Source: an optimization exercise on an open RTL-to-GDS flow (aim: small area, a short achievable clock period and few clock cycles per item). Production flows keep margins and buffers that such runs may drop. RTL that was checked went through simulation tests only; none was proved equivalent to the original.

Setup of v6:
==> flow/design.v (excerpt) <==
module aes_core (
    input  wire         clk,
    input  wire         rst,       
    input  wire         start,     
    input  wire         key_256,   
    input  wire [255:0] key,
    input  wire [127:0] din,       
    output wire         ready,     
    output reg          done,      
    output reg  [127:0] dout
);
    reg [127:0] st0;                     
    reg [127:0] ka0, kb0;
    reg         v0, is256_0;
    reg [3:0]   rnd0;
    reg [127:0] x1;                      
    reg [63:0]  m1;                      
    reg [31:0]  kw1;                     
    reg [15:0]  km1;                     
    reg [127:0] ka1, kb1;
    reg         v1, is256_1;
    reg [3:0]   rnd1;
    reg [271:0] q2;                      
    reg [67:0]  kq2;                     
    reg [127:0] ka2, kb2;
    reg         v2, is256_2;
    reg [3:0]   rnd2;
    reg         rdy;                     
    assign ready = rdy;
    genvar gi;
    wire [127:0] xa = st0 ^ ka0;
    wire [63:0]  ma;
    generate
        for (gi = 0; gi < 16; gi = gi + 1) begin : g_s1
            aes_sbox_p1 u_s1 (.a(xa[127-8*gi -: 8]), .m(ma[63-4*gi -: 4]));
        end
    endgenerate
    wire        rot0 = ~is256_0 | rnd0[0];
    wire [31:0] kwa  = rot0 ? {kb0[23:0], kb0[31:24]} : kb0[31:0];
    wire [15:0] kma;
    generate
        for (gi = 0; gi < 4; gi = gi + 1) begin : g_ks1
            aes_sbox_p1 u_ks1 (.a(kwa[31-8*gi -: 8]), .m(kma[15-4*gi -: 4]));
        end
    endgenerate
    wire [271:0] qa;
    generate
  ...
Settings: LEC_CHECK=0, ABC_CLOCK_PERIOD_IN_PS=2400, CAP_MARGIN=20, CORE_MARGIN=2, CORE_UTILIZATION=50, CTS_CLUSTER_DIAMETER=100, CTS_CLUSTER_SIZE=24, SETUP_SLACK_MARGIN=4.6, SLEW_MARGIN=20, TNS_END_PERCENT=0; clock period 7.0 ns.
standard.sh (not shown) runs the stock make flow with config.mk's settings and CLKGATE_MAP_FILE= SYNTH_SCRIPT=/design/flow/synth_recipe.tcl, a recipe that flattens the netlist after the stock synthesis.
==> flow/flow/run.sh <==
#!/bin/bash
# The standard layout (standard.sh: the standard flow's synthesis and ORFS flow with config.mk's settings),
# with two changes: the buffers ORFS puts on every input and output port are the platform's
# smallest buffer, sky130_fd_sc_hd__buf_1, instead of its default pick; timing repair still
# resizes them where a path needs it; and up to 10 rounds of antenna repair after detailed
# routing. The make output goes to standard.log; each ORFS step
# writes its own log under orfs/logs/.
set -euo pipefail
export BUFFER_PORTS_ARGS="-buffer_cell sky130_fd_sc_hd__buf_1"
# More rounds of diode insertion after detailed routing than the default 5.
export MAX_REPAIR_ANTENNAS_ITER_DRT=10
bash standard.sh > standard.log 2>&1
v6 finished every stage and its layout cleared the timing, DRC and antenna checks.
Testbench counts of v6, summed over its fixed seeds: cycles 97,597, blocks 8,000.
Input-level comparison between v7 and v6:
- TNS_END_PERCENT now 10, was 0
- CORE_UTILIZATION now 55, was 50
==> flow/flow/run.sh <==
#!/bin/bash
# The standard layout (standard.sh: the standard flow's synthesis and ORFS flow with config.mk's settings),
# with one change: the buffers ORFS puts on every input and output port are the platform's
# smallest buffer, sky130_fd_sc_hd__buf_1, instead of its default pick; timing repair still
# resizes them where a path needs it. The make output goes to standard.log; each ORFS step
# writes its own log under orfs/logs/.
set -euo pipefail
export BUFFER_PORTS_ARGS="-buffer_cell sky130_fd_sc_hd__buf_1"
bash standard.sh > standard.log 2>&1
Notes after the runs:
v7 ran to completion and came out clean on the timing, DRC and antenna checks. v7 and v6 ended up with roughly the same register area. Where worst clock skew on the final layout is concerned, v6 is outperformed by v7. Looking at global-route usage, v7 sits above v6.


## branch lagoon
Another version of the RTL of aes_core (not shown whole).
Size: ~520 I/O pins, ~0.078 mm² of cells after synthesis.
export LEC_CHECK = 0
export ABC_CLOCK_PERIOD_IN_PS = 2400
export CAP_MARGIN = 20
export CORE_MARGIN = 2
export CORE_UTILIZATION = 55
export CTS_CLUSTER_DIAMETER = 100
export CTS_CLUSTER_SIZE = 24
export SETUP_SLACK_MARGIN = 4.6
export SLEW_MARGIN = 20
export TNS_END_PERCENT = 0
create_clock -name core_clock -period 7.0 [get_ports {clk}]
run.sh (not shown) runs the stock make flow with config.mk's settings and CLKGATE_MAP_FILE= SYNTH_SCRIPT=/design/flow/synth_recipe.tcl, a recipe that flattens the netlist after the stock synthesis.
Stock flow here: none of the scripts above is used.
Changes in branch violet relative to branch lagoon:
Settings: CORE_UTILIZATION changed from 55 to 65; PLACE_DENSITY newly set to 0.75.
==> run summary <==
Count of plain and timing-repair buffers in branch violet vs branch lagoon: down about 5%. Data arrival at the endpoint of the critical path: branch violet and branch lagoon compared, higher one is branch violet. The cell with the largest stage delay on the worst path comes out sky130_fd_sc_hd__dfxtp_4 in one run and sky130_fd_sc_hd__xnor3_1 in the other, namely in branch lagoon and branch violet respectively. Summary of branch violet over branch lagoon: total length of routed met3 wires up 41%; wire length of the first global-routing pass down 3.8%; register-to-register slack down 0.10 ns; area added between synthesis and finish down 1.1 points; number of antenna diodes down 2. Comparing branch violet and branch lagoon, the lower number of clock buffers inserted by TritonCTS is on branch violet. Of branch violet and branch lagoon, the higher routed wire length per instance belongs to branch lagoon.
Function was not checked in any run of this note: the RTL went through the layout flow alone.

==> re-timing with driven ports <==
The flow's constraints put no driver on any port. The routed layouts listed below were extracted and timed again, unchanged, in two steps.
Step 1, drivers: a clkbuf_16 drives clk and a buf_2 each remaining input, both assumed.
Step 2 times the ports against the registers' clock, not the clock port: input delays grow and output delays shrink by t, the midpoint of the rising clock arrivals with the driver on.
Three values: ideal ports, drivers, drivers and shift; two values: the first two.
| run | t, ns | slack for setup (ns) | hold slack, ns | worst slew at a driven data input, ns | pins driven straight from the clock port |
|---|---|---|---|---|---|
| v6 | 0.810 | 4.281 / 4.246 / 4.076 | 0.314 / 0.314 / 0.314 | 0.13 | 1 |
| v7 | 0.814 | 4.256 / 4.249 / 4.175 | 0.323 / 0.323 / 0.323 | 0.10 | 1 |
| branch lagoon | 0.784 | 4.348 / 4.261 / 4.289 | 0.311 / 0.311 / 0.311 | 0.12 | 1 |
| branch violet | 0.782 | 4.264 / 4.205 / 4.264 | 0.315 / 0.315 / 0.315 | 0.14 | 1 |
After both steps every run listed still meets setup and hold. For v6, which loses most, drivers alone change the setup slack by -0.035 ns; drivers and shift together by -0.205 ns.
